What follows belongs to an exercise in optimizing a design on an open flow for small area; a production flow would make more cautious choices.
At most, simulation tests tie the RTL to the original design; equivalence was not proved.
Power figures rest on the tool's default switching activity, not on a simulated workload.

==> v22 <==
Design vdx_istore_ecc, start of the top module:
module vdx_istore_ecc (
    input  wire          clk,
    input  wire          rst,
    input  wire          wr_valid,
    input  wire [79:0]   wr_data,
    output reg           enc_valid,
    output reg  [7:0]    enc_chk,
    input  wire [3:0]    rd_valid,
    input  wire [351:0]  rd_word,
    output reg  [3:0]    chk_valid,
    output wire [7:0]    chk_status,
    output wire [319:0]  chk_data,
    output wire [3:0]    wb_valid,
    output wire [31:0]   wb_chk,
    input  wire          cnt_clr,
    output reg  [15:0]   ce_cnt
);
clock: 8.0 ns
lec_check: 0
cap_margin: 0
core_area: 2 2.72 498 109.52
die_area: 0 0 500 112
place_density: 0.8
slew_margin: 0
synth_hierarchical: 1
synth_minimum_keep_size: 0
standard.sh (not shown) runs the stock make flow with config.mk's settings and CLKGATE_MAP_FILE= SYNTH_SCRIPT=/design/flow/synth_recipe.tcl, a recipe that flattens the netlist after the stock synthesis.
==> flow/flow/run.sh <==
#!/bin/bash
# The standard layout (the standard.sh, standard synthesis unchanged),
# with these changes:
#  - the port buffers that buffer_ports inserts on every input and output
#    are buf_1 instead of the default cell;
#  - clock tree synthesis uses larger sink clusters of clkbuf_8 and no
#    dummy loads.
set -euo pipefail
CTS="-sink_clustering_enable -repair_clock_nets -dont_use_dummy_load"
CTS="$CTS -buf_list {${CTS_BUFS:-sky130_fd_sc_hd__clkbuf_8}}"
CTS="$CTS -sink_clustering_size ${CTS_SIZE:-15} -sink_clustering_max_diameter ${CTS_DIAM:-50}"
bash standard.sh \
  "BUFFER_PORTS_ARGS=-buffer_cell sky130_fd_sc_hd__buf_1" \
  "CTS_ARGS=$CTS" \
  finish > standard.log 2>&1
==> v33 (differences from v22) <==
--- a/flow/design.v
+++ b/flow/design.v
@@ -6,51 +6,48 @@
     input  wire [79:0]   wr_data,
     output reg           enc_valid,
     output reg  [7:0]    enc_chk,
     input  wire [3:0]    rd_valid,
     input  wire [351:0]  rd_word,
     output reg  [3:0]    chk_valid,
-    output wire [7:0]    chk_status,
-    output wire [319:0]  chk_data,
+    output reg  [7:0]    chk_status,
+    output reg  [319:0]  chk_data,
     output wire [3:0]    wb_valid,
-    output wire [31:0]   wb_chk,
+    output reg  [31:0]   wb_chk,
     input  wire          cnt_clr,
     output reg  [15:0]   ce_cnt
 );
     wire [7:0] wr_chk;
     vdx_enc u_enc (.d(wr_data), .c(wr_chk));
     always @(posedge clk) begin
         enc_valid <= wr_valid & ~rst;
         enc_chk   <= wr_chk;
     end
     reg [3:0]   s1_valid;
     reg [351:0] s1_word;
-    reg [351:0] s2_word;
     always @(posedge clk) begin
-        s1_valid  <= rd_valid & {4{~rst}};
-        s1_word   <= rd_word;
-        chk_valid <= s1_valid & {4{~rst}};
-        s2_word   <= s1_word;
+        s1_valid <= rd_valid & {4{~rst}};
+        s1_word  <= rd_word;
     end
     genvar g, k;
     generate
         for (g = 0; g < 4; g = g + 1) begin : g_lane
-            wire [87:0] w = s2_word[g*88 +: 88];
+            wire [87:0] w = s1_word[g*88 +: 88];
             wire [6:0]  s;
             wire        p;
             vdx_syn u_syn (.w(w), .s(s), .p(p));
             wire nz   = |s;
             wire big  = s[6] & (s[5] | (s[4] & s[3]));    
             wire [1:0] status = {(p ^ nz) | (p & big), nz};
             wire [7:0]  lo;
             wire [10:0] hi;
             for (k = 0; k < 8; k = k + 1) begin : g_lo
-                assign lo[k] = p & (s[2:0] == k);
+                assign lo[k] = (s[2:0] == k);
             end
             for (k = 0; k < 11; k = k + 1) begin : g_hi
-                assign hi[k] = (s[6:3] == k);
+                assign hi[k] = p & (s[6:3] == k);
             end
             wire [79:0] data;
             wire [7:0]  chk;
             vdx_fix u_fix0 (.d(w[0]), .h(hi[0]), .l(lo[3]), .y(data[0]));
             vdx_fix u_fix1 (.d(w[1]), .h(hi[0]), .l(lo[5]), .y(data[1]));
             vdx_fix u_fix2 (.d(w[2]), .h(hi[0]), .l(lo[6]), .y(data[2]));
@@ -136,36 +133,36 @@
             vdx_fix u_fixc2 (.d(w[82]), .h(hi[0]), .l(lo[4]), .y(chk[2]));
             vdx_fix u_fixc3 (.d(w[83]), .h(hi[1]), .l(lo[0]), .y(chk[3]));
             vdx_fix u_fixc4 (.d(w[84]), .h(hi[2]), .l(lo[0]), .y(chk[4]));
             vdx_fix u_fixc5 (.d(w[85]), .h(hi[4]), .l(lo[0]), .y(chk[5]));
             vdx_fix u_fixc6 (.d(w[86]), .h(hi[8]), .l(lo[0]), .y(chk[6]));
             vdx_fix u_fixc7 (.d(w[87]), .h(hi[0]), .l(lo[0]), .y(chk[7]));
-            assign chk_status[g*2 +: 2] = status;
-            assign chk_data[g*80 +: 80] = data;
-            assign wb_chk[g*8 +: 8]     = chk;
-            assign wb_valid[g]          = chk_valid[g] & (status[0] ^ status[1]);
+            always @(posedge clk) begin
+                chk_valid[g]         <= s1_valid[g] & ~rst;
+                chk_status[g*2 +: 2] <= status;
+                chk_data[g*80 +: 80] <= data;
+                wb_chk[g*8 +: 8]     <= chk;
+            end
+            assign wb_valid[g] = chk_valid[g] &
+                                 (chk_status[g*2] ^ chk_status[g*2+1]);
         end
     endgenerate
     wire a0, a1, n0, b1, n1, n2;
     vdx_fa u_pc0 (.a(wb_valid[0]), .b(wb_valid[1]), .c(wb_valid[2]), .s(a0), .co(a1));
     vdx_ha u_pc1 (.a(a0), .b(wb_valid[3]), .s(n0), .co(b1));
     vdx_ha u_pc2 (.a(a1), .b(b1), .s(n1), .co(n2));
     wire [16:0] c;
     wire [15:0] sum;
-    wire [16:3] ones;      
     assign c[0] = 1'b0;
     vdx_ha u_s0 (.a(ce_cnt[0]), .b(n0), .s(sum[0]), .co(c[1]));
     vdx_fa u_s1 (.a(ce_cnt[1]), .b(n1), .c(c[1]), .s(sum[1]), .co(c[2]));
     vdx_fa u_s2 (.a(ce_cnt[2]), .b(n2), .c(c[2]), .s(sum[2]), .co(c[3]));
-    assign ones[3] = 1'b1;
     genvar i;
     generate
         for (i = 3; i < 16; i = i + 1) begin : g_inc
-            assign ones[i+1] = ones[i] & ce_cnt[i];
-            vdx_fix u_s (.d(ce_cnt[i]), .h(c[3]), .l(ones[i]), .y(sum[i]));
-            assign c[i+1] = c[3] & ones[i+1];
+            vdx_ha u_s (.a(ce_cnt[i]), .b(c[i]), .s(sum[i]), .co(c[i+1]));
         end
     endgenerate
     always @(posedge clk) begin
         if (rst || cnt_clr)
             ce_cnt <= 16'd0;
         else
==> flow/config.mk (replaced) <==
export PLATFORM = sky130hd
export DESIGN_NAME = vdx_istore_ecc
export DESIGN_NICKNAME = vdx_istore_ecc
export VERILOG_FILES = /design/flow/design.v
export SDC_FILE = /design/flow/constraint.sdc
export NUM_CORES = 4
export LEC_CHECK = 0
export CAP_MARGIN = 0
export CORE_AREA = 2 2.72 498 101.28
export DIE_AREA = 0 0 500 104
export SLEW_MARGIN = 0
export SYNTH_HIERARCHICAL = 1
export SYNTH_MINIMUM_KEEP_SIZE = 0
==> summary of the runs <==
Against v22, the sequential share of layout area of v33 is higher by 0.37 points. Worst hold slack: v22 is lower than v33 (0.19 ns). v33 produced a clean layout. v22 completed with no timing, DRC or antenna violations. Combinational power: v22 is lower than v33 (4.8%). In v22 the non-clock buffer count is higher than in v33, by 6. Against v22, the via count of v33 is lower by 1.7%. Of v33 and v22, v33 has the higher design area (gap 0.27%, measured against v22). Of v22 and v33, v22 has the higher cell count (gap 2.5%, measured against v33). In v33 the area after synthesis is higher than in v22, by about 0.37%.
No functional check of the RTL was part of v33.

==> afterwards: timing with drivers on the ports <==
No port has a modelled driver above. Below, the same layouts with a new extraction and two added sets of constraints. Step 1 sets driving cells, clkbuf_16 on the clock port and buf_2 on the other inputs (assumed; they add their load-dependent delay and slew). Step 2 adds t to the input delays and takes it off the output delays; t is the mean of the earliest and latest rising clock arrival at the registers after step 1. Input paths then give back, and output paths get back, about the clock's delay inside the block. a / b / c = ideal / step 1 / step 2; a / b = the first two.
| run | t (ns) | setup WS [ns] | latest minus earliest clock arrival (ns) | slew at the worst register clock pin (ns) | pins driven straight from the clock port |
|---|---|---|---|---|---|
| v22 | 0.669 | 1.346 / 1.294 / 1.674 | 0.082 / 0.082 | 0.11 / 0.11 | 1 |
| v33 | 0.722 | 2.550 / 2.550 / 2.550 | 0.059 / 0.059 | 0.11 / 0.11 | 1 |
After both steps every run listed still meets setup and hold.
